Background: an optimization exercise with open tools, aiming at small area, a short achievable clock period and few clock cycles per item. Do not read the settings as production practice.
Only simulation tests tie the RTL to the original design; equivalence was not proved.
Power is estimated from default activity; no workload was simulated.

**design/flow/run.sh**
```bash
#!/bin/bash
# synth_recipe.tcl (not shown) runs the flow's synth.tcl, then flattens the netlist and writes it again
# the make line also repeats each setting of config.mk as NAME=value (left out here)
make -C /OpenROAD-flow-scripts/flow DESIGN_CONFIG=/design/flow/config.mk WORK_HOME=/design/flow/orfs CLKGATE_MAP_FILE= SYNTH_SCRIPT=/design/flow/synth_recipe.tcl finish
```
**design/flow/config.mk**
```make
export PLATFORM = sky130hd
export DESIGN_NAME = sigbox
export DESIGN_NICKNAME = sigbox
export VERILOG_FILES = /design/flow/design.v
export SDC_FILE = /design/flow/constraint.sdc
export NUM_CORES = 4
export LEC_CHECK = 0
export CAP_MARGIN = 20
export CORE_MARGIN = 2
export CORE_UTILIZATION = 40
export SLEW_MARGIN = 20
```
**design/flow/constraint.sdc**
```tcl
create_clock -name core_clock -period 13.0 [get_ports {clk}]
set_input_delay 2.6000 -clock core_clock [delete_from_list [all_inputs] [get_ports {clk}]]
set_output_delay 2.6000 -clock core_clock [all_outputs]
set_load 0.01 [all_outputs]
```
**design/flow/design.v**
```verilog
module sigbox (
    input  wire        clk,
    input  wire        rst,
    input  wire        acc_valid,
    output wire        acc_ready,
    input  wire [39:0] acc_addr,
    input  wire [15:0] acc_len,
    input  wire [1:0]  acc_kind,     
    input  wire [3:0]  acc_init,
    input  wire [1:0]  acc_pl,
    input  wire [31:0] acc_wdata,
    output reg         resp_valid,
    output reg         resp_allowed,
    output reg         resp_err,
    output reg  [7:0]  resp_slot,
    output reg  [15:0] resp_part_len,
    output reg         resp_split,
    output reg  [31:0] resp_rdata,
    output reg  [3:0]  resp_evt
);
    localparam NSLOT   = 39;         
    localparam LOGN    = 8;          
    localparam [7:0] NO_SLOT = 8'hFF;
    localparam [15:0] REG_SLOT = 16'd12;
    function automatic is_reserved(input integer s);
        is_reserved = (s == 15) || (s == 31) || (s >= 39);
    endfunction
    function automatic [39:0] slot_base(input integer s);
        if (s <= 14)       slot_base = 40'h00_0000_0000 + 40'h1_0000 * s;
        else if (s == 16)  slot_base = 40'h00_000F_0000;
        else if (s == 17)  slot_base = 40'h01_0000_0000;
        else if (s == 18)  slot_base = 40'h01_0004_0000;
        else if (s == 19)  slot_base = 40'h01_0008_0000;
        else if (s == 20)  slot_base = 40'h01_0010_0000;
        else if (s == 21)  slot_base = 40'h01_0100_0000;
        else if (s == 22)  slot_base = 40'h01_0200_0000;
        else if (s == 23)  slot_base = 40'h01_0400_0000;
        else if (s == 24)  slot_base = 40'h01_0500_0000;
        else if (s == 25)  slot_base = 40'h01_0510_0000;
        else if (s == 26)  slot_base = 40'h02_0000_0000;
        else if (s == 27)  slot_base = 40'h10_0000_0000;
        else if (s == 28)  slot_base = 40'h04_0000_0000;
        else if (s == 29)  slot_base = 40'h04_0001_0000;
        else if (s == 30)  slot_base = 40'h04_0002_0000;
        else if (s >= 32 && s <= 38)
                           slot_base = 40'h03_0000_0000 + 40'h1_0000 * (s - 32);
        else               slot_base = 40'h0;
    endfunction
    function automatic [31:0] slot_size(input integer s);
        if (s <= 14 || s == 16) slot_size = 32'h0001_0000;
        else if (s == 17)  slot_size = 32'h0004_0000;
        else if (s == 18)  slot_size = 32'h0000_4000;
        else if (s == 19)  slot_size = 32'h0000_4000;
        else if (s == 20)  slot_size = 32'h0008_0000;
        else if (s == 21)  slot_size = 32'h0080_0000;
        else if (s == 22)  slot_size = 32'h0040_0000;
        else if (s == 23)  slot_size = 32'h0100_0000;
        else if (s == 24)  slot_size = 32'h0010_0000;
        else if (s == 25)  slot_size = 32'h0004_0000;
        else if (s == 26)  slot_size = 32'h1000_0000;
        else if (s == 27)  slot_size = 32'h1000_0000;
        else if (s == 28)  slot_size = 32'h0000_1000;
        else if (s == 29)  slot_size = 32'h0001_0000;
        else if (s == 30)  slot_size = 32'h0000_1000;
        else if (s >= 32 && s <= 38) slot_size = 32'h0001_0000;
        else               slot_size = 32'h0;
    endfunction
    localparam [2:0] NONE = 3'b000, R = 3'b001, RW = 3'b011, RX = 3'b101;
    function automatic [11:0] slot_ceil(input integer s);
        if (s <= 14)       slot_ceil = {RW,   NONE, RW,   RW};
        else if (s == 16)  slot_ceil = {RW,   NONE, RW,   NONE};
        else if (s == 17)  slot_ceil = {NONE, NONE, NONE, RX};
        else if (s == 18)  slot_ceil = {NONE, NONE, R,    RW};
        else if (s == 19)  slot_ceil = {NONE, NONE, NONE, R};
        else if (s == 20)  slot_ceil = {NONE, NONE, NONE, RW};
        else if (s == 21)  slot_ceil = {NONE, NONE, RX,   RW};
        else if (s == 22)  slot_ceil = {NONE, NONE, RW,   RW};
        else if (s == 23)  slot_ceil = {NONE, NONE, RW,   NONE};
        else if (s == 24)  slot_ceil = {NONE, NONE, R,    NONE};
        else if (s == 25)  slot_ceil = {NONE, NONE, RW,   RW};
        else if (s == 26)  slot_ceil = {NONE, NONE, RW,   RW};
        else if (s == 27)  slot_ceil = {NONE, NONE, RW,   NONE};
        else if (s == 28)  slot_ceil = {NONE, NONE, RW,   RW};
        else if (s == 29)  slot_ceil = {NONE, NONE, R,    RW};
        else if (s == 30)  slot_ceil = {NONE, NONE, RW,   NONE};
        else if (s >= 32 && s <= 38) slot_ceil = {NONE, RW, RW, NONE};
        else               slot_ceil = 12'h000;
    endfunction
    reg [11:0] rule_q [0:NSLOT-1];   
    reg [63:0] lock_q;
    reg [5:0]  sel_q;
    reg [31:0] gen_q;
    reg [3:0]  err_q;
    reg [31:0] seq_q;                
    reg [39:0] log_addr   [0:LOGN-1];
    reg [31:0] log_seq    [0:LOGN-1];
    reg [15:0] log_len    [0:LOGN-1];
    reg [7:0]  log_slot   [0:LOGN-1];
    reg [3:0]  log_init   [0:LOGN-1];
    reg [1:0]  log_pl     [0:LOGN-1];
    reg [4:0]  log_kind   [0:LOGN-1];
    reg [15:0] log_repeat [0:LOGN-1];
    reg [31:0] log_gen    [0:LOGN-1];
    assign acc_ready = 1'b1;
    wire acc_fire = acc_valid && acc_ready;
    reg        hit;
    reg [7:0]  slot;
    reg [40:0] part_end;     
    reg [11:0] cur_rule;
    integer    i;
    always @(*) begin
        hit      = 1'b0;
        slot     = NO_SLOT;
        part_end = 41'h100_0000_0000;
        cur_rule = 12'h000;
        for (i = 0; i < NSLOT; i = i + 1) begin
            if (!is_reserved(i)) begin
                if ({1'b0, acc_addr} >= {1'b0, slot_base(i)} &&
                    {1'b0, acc_addr} <  {1'b0, slot_base(i)} + {9'b0, slot_size(i)}) begin
                    hit      = 1'b1;
                    slot     = i[7:0];
                    cur_rule = rule_q[i];
                end
            end
        end
        if (hit) begin
            part_end = {1'b0, slot_base(slot)} + {9'b0, slot_size(slot)};
        end else begin
            for (i = 0; i < NSLOT; i = i + 1) begin
                if (!is_reserved(i) && {1'b0, slot_base(i)} > {1'b0, acc_addr} &&
                    {1'b0, slot_base(i)} < part_end)
                    part_end = {1'b0, slot_base(i)};
            end
        end
    end
    wire [40:0] avail    = part_end - {1'b0, acc_addr};
    wire [15:0] part_len = (avail < {25'b0, acc_len}) ? avail[15:0] : acc_len;
    wire        split    = (part_len != acc_len);
    reg allowed;
    always @(*) begin
        case (acc_kind)
            2'd0:    allowed = hit && cur_rule[3*acc_pl + 0];
            2'd1:    allowed = hit && cur_rule[3*acc_pl + 1];
            2'd2:    allowed = hit && cur_rule[3*acc_pl + 2];
            default: allowed = 1'b0;
        endcase
    end
    wire posted_write = (acc_kind == 2'd1) && (acc_init != 4'd4);
    wire host_read    = (acc_kind == 2'd0) && (acc_init == 4'd5);
    wire err          = !allowed && !posted_write && !host_read;
    wire        reg_hit = allowed && (slot == REG_SLOT[7:0]);
    wire        reg_rd  = acc_fire && reg_hit && (acc_kind == 2'd0);
    wire        reg_wr  = acc_fire && reg_hit && (acc_kind == 2'd1);
    wire [15:0] reg_off = {acc_addr[15:2], 2'b00};
    wire        sel_rsv  = is_reserved(sel_q);
    wire [11:0] sel_ceil = slot_ceil(sel_q);
    wire [11:0] sel_rule = sel_rsv ? 12'h000 : rule_q[sel_q];
    wire [39:0] sel_base = slot_base(sel_q);
    wire [31:0] sel_size = slot_size(sel_q);
    wire [11:0] new_rule = acc_wdata[11:0];
    reg  [3:0]  rule_err;
    always @(*) begin
        if (lock_q[sel_q])
            rule_err = 4'h1;
        else if ((new_rule & ~sel_ceil) != 12'h000 || new_rule[2:0] != sel_ceil[2:0])
            rule_err = 4'h2;
        else if (acc_pl == 2'd3 &&
                 (new_rule[8:0] != sel_rule[8:0] || (new_rule[11:9] & ~sel_rule[11:9]) != 3'b000))
            rule_err = 4'h3;
        else if (sel_rsv)
            rule_err = 4'h4;
        else
            rule_err = 4'h0;
    end
    wire rule_wr     = reg_wr && (reg_off == 16'h0004);
    wire rule_accept = rule_wr && (rule_err == 4'h0);
    wire rule_refuse = rule_wr && (rule_err != 4'h0);
    wire lock0_wr    = reg_wr && (reg_off == 16'h0020);
    wire lock1_wr    = reg_wr && (reg_off == 16'h0024);
    wire new_lock    = (lock0_wr && (acc_wdata & ~lock_q[31:0])  != 32'h0) ||
                       (lock1_wr && (acc_wdata & ~lock_q[63:32]) != 32'h0);
    wire [2:0] newest = seq_q[2:0] - 3'd1;
    wire [2:0] rd_ent = reg_off[7:5];
    reg [31:0] rdata;
    always @(*) begin
        rdata = 32'h0;
        if (reg_off[15:8] == 8'h10) begin
            case (reg_off[4:2])
                3'd2: rdata = log_addr[rd_ent][31:0];
                3'd3: rdata = {24'h0, log_addr[rd_ent][39:32]};
                3'd4: rdata = log_seq[rd_ent];
                3'd5: rdata = {4'h0, log_init[rd_ent], log_slot[rd_ent], log_len[rd_ent]};
                3'd6: rdata = {log_repeat[rd_ent], 3'b000, log_kind[rd_ent], 6'h00, log_pl[rd_ent]};
                3'd7: rdata = log_gen[rd_ent];
                default: rdata = 32'h0;    
            endcase
        end else begin
            case (reg_off)
                16'h0000: rdata = {26'h0, sel_q};
                16'h0004: rdata = sel_rsv ? 32'h0 : {lock_q[sel_q], 19'h0, sel_rule[11:3], sel_ceil[2:0]};
                16'h0008: rdata = sel_rsv ? 32'h0 : {20'h0, sel_ceil};
                16'h0010: rdata = sel_rsv ? 32'h0 : sel_base[31:0];
                16'h0014: rdata = sel_rsv ? 32'h0 : {24'h0, sel_base[39:32]};
                16'h0018: rdata = sel_rsv ? 32'h0 : sel_size;
                16'h0020: rdata = lock_q[31:0];
                16'h0024: rdata = lock_q[63:32];
                16'h0028: rdata = gen_q;
                16'h0030: rdata = gen_q;
                16'h0034: rdata = {28'h0, err_q};
                16'h0038: rdata = seq_q;
                default:  rdata = 32'h0;
            endcase
        end
    end
    wire       violation  = acc_fire && !allowed;
    wire [4:0] kind_field = {1'b0, split, posted_write, acc_kind};
    wire       repeat_hit = (seq_q != 32'h0) &&
                            log_init[newest] == acc_init &&
                            log_slot[newest] == slot &&
                            log_kind[newest] == kind_field &&
                            log_addr[newest] == acc_addr;
    wire       new_entry  = violation && !repeat_hit;
    integer k;
    always @(posedge clk) begin
        if (rst) begin
            for (k = 0; k < NSLOT; k = k + 1)
                rule_q[k] <= slot_ceil(k);
            lock_q <= 64'h0;
            sel_q  <= 6'h0;
            gen_q  <= 32'h0;
            err_q  <= 4'h0;
            seq_q  <= 32'h0;
            for (k = 0; k < LOGN; k = k + 1) begin
                log_addr[k]   <= 40'h0;
                log_seq[k]    <= 32'h0;
                log_len[k]    <= 16'h0;
                log_slot[k]   <= 8'h0;
                log_init[k]   <= 4'h0;
                log_pl[k]     <= 2'h0;
                log_kind[k]   <= 5'h0;
                log_repeat[k] <= 16'h0;
                log_gen[k]    <= 32'h0;
            end
        end else begin
            if (reg_wr && reg_off == 16'h0000)
                sel_q <= acc_wdata[5:0];
            if (rule_accept) begin
                rule_q[sel_q] <= {new_rule[11:3], sel_ceil[2:0]};
                gen_q         <= gen_q + 32'd1;
            end
            if (rule_refuse)
                err_q <= rule_err;
            else if (reg_rd && reg_off == 16'h0034)
                err_q <= 4'h0;
            if (lock0_wr)
                lock_q[31:0]  <= lock_q[31:0]  | acc_wdata;
            if (lock1_wr)
                lock_q[63:32] <= lock_q[63:32] | acc_wdata;
            if (violation) begin
                if (repeat_hit) begin
                    if (log_repeat[newest] != 16'hFFFF)
                        log_repeat[newest] <= log_repeat[newest] + 16'd1;
                end else begin
                    seq_q                  <= seq_q + 32'd1;
                    log_addr[seq_q[2:0]]   <= acc_addr;
                    log_seq[seq_q[2:0]]    <= seq_q + 32'd1;
                    log_len[seq_q[2:0]]    <= part_len;
                    log_slot[seq_q[2:0]]   <= slot;
                    log_init[seq_q[2:0]]   <= acc_init;
                    log_pl[seq_q[2:0]]     <= acc_pl;
                    log_kind[seq_q[2:0]]   <= kind_field;
                    log_repeat[seq_q[2:0]] <= 16'h0;
                    log_gen[seq_q[2:0]]    <= gen_q;
                end
            end
        end
    end
    always @(posedge clk) begin
        if (rst) begin
            resp_valid    <= 1'b0;
            resp_allowed  <= 1'b0;
            resp_err      <= 1'b0;
            resp_slot     <= 8'h0;
            resp_part_len <= 16'h0;
            resp_split    <= 1'b0;
            resp_rdata    <= 32'h0;
            resp_evt      <= 4'h0;
        end else begin
            resp_valid    <= acc_fire;
            resp_allowed  <= allowed;
            resp_err      <= err;
            resp_slot     <= slot;
            resp_part_len <= part_len;
            resp_split    <= split;
            resp_rdata    <= reg_rd ? rdata : 32'h0;
            resp_evt      <= {new_lock, rule_refuse, rule_accept, new_entry};
        end
    end
endmodule
```
==> parameters.txt <==
Parameter                              Value

Outcome
  Status  no timing/DRC/antenna violations

Worst setup path
  Critical Path AT    13190 ps
  Cell with the most instances on the worst path    a21o_1
  Class of the most critical setup path    in2reg
  Delay of the slowest cell on the worst path    730 ps
  Setup crit end kind    register
  Slowest-stage cell, CP    or4b_1
  Worst setup SP type    input port
  Worst-path maximum fanout    19
  Critical path's top delay family    simple AND/OR/NAND/NOR gates
  Critical path buffers and inverters    7
  Required time of the critical path    13540 ps

Routing
  Total routed wirelength    444000 um
  Residual DRC    0
  Vias    between 80k and 90k
  Drt via density    approximately 6.2
  Antenna viol nets, final    0
  Post-DR wirelength/cell    between 30 and 40 um
  1st-iter DRT viols    12.8k
  First-pass iteration count of the detailed router    8

Floorplan
  Row count    192
  Number of placed I/O pins    between 150 and 200
  Die outline width    between 500 and 600 um
  Die area    between 0.2 and 0.3 mm^2
  Core outline area    approximately 0.27 mm^2
  Die span in y    528 um
  Effective utilization at floorplan    roughly two fifths

Synthesis
  Post-synthesis cell type with the largest combined area    edfxtp_1
  Synth unique cells    112
  Number of storage elements in the synthesis netlist    2198
  Synth area leaders    edfxtp_1 54%, mux4_2 13%, nor2_1 4.1%
  Proportion of netlist area held by the largest area contributor    a little over half
  Number of enable-type register cells in the synthesized netlist    between 1.5k and 2k
  Number of warnings printed during yosys synthesis    1
  Avg Synthesized Cell Area    13.3 um^2
  Sequential-to-total area share from yosys stat    between 50% and 60%
  Most used DFF post-synth    edfxtp_1
  Count of mapped cells out of synthesis    slightly above 8k
  Post-synth ARST share    0%
  Summed instance area of the synthesized netlist    approximately 0.11 mm^2

Clocking
  H-tree levels    4
  Clock latency (worst-skew pair)    940 ps
  Number of buffers inserted by post-CTS setup repair    0
  Reg clk slew, reported paths    60 ps
  Count of hold buffers inserted by post-cts repair    0
  TritonCTS clock tree    done
  Longest Clk Path Bufs    4
  Total of cells resized after clock tree synthesis    0
  Sinks on Clock Net    between 2k and 2.5k
  Buffer type at the clock tree root    clkbuf_16
  Number of clock buffers inserted by TritonCTS    240

GRT
  Pin count of the biggest net entering global routing    about 110
  Global route total overflow    0
  Global-route wire length before repair    roughly 620000 um
  Overall fraction of global-route tracks in use    a little under a third
  Via count of the first global-routing pass    78.7k
  Initial antenna violation count    33

STA
  Minimum clock period    roughly 13000 ps
  Slew Limit Headroom    a little under a tenth
  Fin. Hold Viols    0
  Final-report max-slew violation count    0
  Setup-violating endpoint count in the final report    0
  Worst hold slack across all endpoints    ~470 ps
  Setup repair after global routing missed its margin    no
  Setup ws final    approximately 350 ps
  Final setup skew    97.6 ps
  Fmax    79.1 MHz
  Fraction of the cycle the final worst path needs    roughly 97%
  Worst-Margin Slew    between 1000 and 1500 ps

Hold path
  Hold Path Class    reg2reg

Placement
  Pre-CTS setup slack    -176 ps
  Port bufs    approximately 160
  Global placement routability congestion    about 1.0
  Post-Place Cells    12.6k
  Detailed-placement wirelength estimate    ~320000 um

Finish
  Fillers    24.2k
  Most frequent cells in the layout    1992 x edfxtp_1, 1195 x nor2_1, 663 x conb_1, 649 x mux4_2, 490 x buf_4
  End-of-flow core utilization    47.5%
  Layout cell share with drive strength beyond 1    between 10% and 20%
  Post-Layout Cell Count    ~13k
  Growth of design area from synthesis to finish    18.1%
  Footprint of the flip-flops and latches    roughly 0.064 mm^2
  Count of nets after finishing    9414
  Total area of multi-input combinational cells    ~0.046 mm^2
  Leading cell type in the layout, fill and taps excluded    edfxtp_1

Job
  Max Cap Viol    0

Power
  IR Drop Worst-Case VDD    between 0.0001 and 0.00015 V
  Leakage power figure    between 40 and 50 nW
  Power density relative to cell area    around 130 mW/mm^2
==> cells by family after synthesis <==
group           share of synthesized area (%)
simple gates                             12.8
fa+ha+maj                               0.749
xor+xnor                                 1.38
other cells                           0.00683
mux                                      16.7
buf+inv                                  3.11
compound gates                           7.05
flops                                    58.2
==> area by class of cell <==
type | instances | area share [%]
sequential | 2198 | 49.3
multi-input combinational | 5897 | 35.1
timing repair buffer | 761 | 5.76
clock buffer | 321 | 5.09
tap | 3589 | 3.46
clock inverter | 126 | 0.807
inverter | 152 | 0.442
antenna | 15 | 0.0289
==> metrics by stage <==
stage	instance area, um^2	TNS (ps)	total power (W)
floorplan	113000	0	0.00936
global placement	122000	-405870	0.0102
detailed placement	122000	-121270	0.0102
CTS	130000	0	0.0168
global route	130000	0	0.0172
finish	130000	0	0.0168
==> routing by layer <==
layer  share of wire, %  up-vias  track usage [%]
met4                4.7       26             12.4
li1                   -    33253                -
met1                 39    41735             43.5
met3                 13      940             9.12
met5              0.040        -                0
met2                 43     5654             45.8
==> worst reg2reg max path: stages (launching register included) <==
cell and delay, ps:
dfxtp_4 810, clkinv_1 750, ha_4 990, buf_4 820, mux4_2 430, mux2i_1 610, o22ai_1 280, nor4_1 400
nand4_1 190, nor4_1 690, nand3_1 290, a21oi_1 340, nand4_1 410, or2_1 400, nand3_2 100, inv_4 130
buf_4 170, nand2_4 80, buf_4 220, buf_12 230, nor2_1 110
==> state kept, by name, summed over array words and instances (netlist names), 7 cells and up, named ones only <==
| signal | count |
|---|---|
| resp_part_len | 16 |
| log_init | 32 |
| resp_rdata | 32 |
| log_gen | 256 |
| gen_q | 32 |
| rule_q | 768 |
| log_pl | 16 |
| lock_q | 64 |
| log_len | 128 |
| log_slot | 56 |
| log_repeat | 128 |
| log_seq | 256 |
| seq_q | 32 |
| log_addr | 320 |
| resp_slot | 7 |
| log_kind | 32 |
==> Yosys cell counts, types with 21 or more instances <==
cell type  count
o22ai_1      143
edfxtp_1    1992
mux4_2       649
buf_1         95
nor3b_1       22
ha_1          65
a22oi_1       86
nand2_1      421
o31ai_1       40
a31oi_1       47
o21ai_0      144
dfxtp_1      206
a221oi_1      46
nand2b_1      30
a21oi_1      221
nand4_1       92
xor2_1        48
mux2_2        22
a2111oi_0     22
buf_2        135
or4_1         26
clkbuf_1     400
o211ai_1      26
and2_1       366
a21o_1        37
nor4_1        86
xnor2_1      122
a211oi_1      35
or3_1         44
nor2_1      1201
nor2b_1       34
nand3_1      170
buf_4         28
mux2i_1      348
and3_1        92
nor3_1       121
inv_1        118
o21a_1        21
==> worst paths after layout <==
kind	to	from	slack, ps	cells past startpoint
worst max-delay path	log_addr[3][27]$_SDFFCE_PN0P_	acc_addr[37]	350	39
worst min-delay path	err_q[2]$_SDFFE_PP0P_	err_q[2]$_SDFFE_PP0P_	470	2
worst max register to register	log_addr[7][15]$_SDFFCE_PN0P_	seq_q[0]$_SDFFE_PP0N_	4230	20
worst min register to register	err_q[2]$_SDFFE_PP0P_	err_q[2]$_SDFFE_PP0P_	470	2
==> where the power goes <==
| group | switching [W] | total (W) | internal, W |
|---|---|---|---|
| clock network | 0.00293 | 0.00673 | 0.00380 |
| registers | 0.000182 | 0.00826 | 0.00808 |
| logic | 0.00115 | 0.00184 | 0.000688 |
Testbench counts, summed over its fixed seeds: cycles 32,008, items 32,000.

-- re-timing with driven ports --
The results above use ideal ports. As a check the final layout listed here was re-extracted and re-timed, cells and wires unchanged.
Step 1: set_driving_cell puts a clkbuf_16 on clk and a buf_2 on each other input, an assumption about the parent block.
Step 2, shift: input delay + t, output delay - t, t = (earliest + latest rising clock arrival at the registers) / 2. This alone moves slack from input paths to output paths.
Three values: ideal, step 1, step 2; two values: the first two.
t (ns): 0.993
setup WS [ns]: 0.355 / 0.432 / -0.561
worst setup path after step 2: input to register
With both steps, setup timing fails in this run, where it was met with ideal ports. The setup slack of this run moves by +0.077 ns with the drivers and by -0.916 ns with both steps.
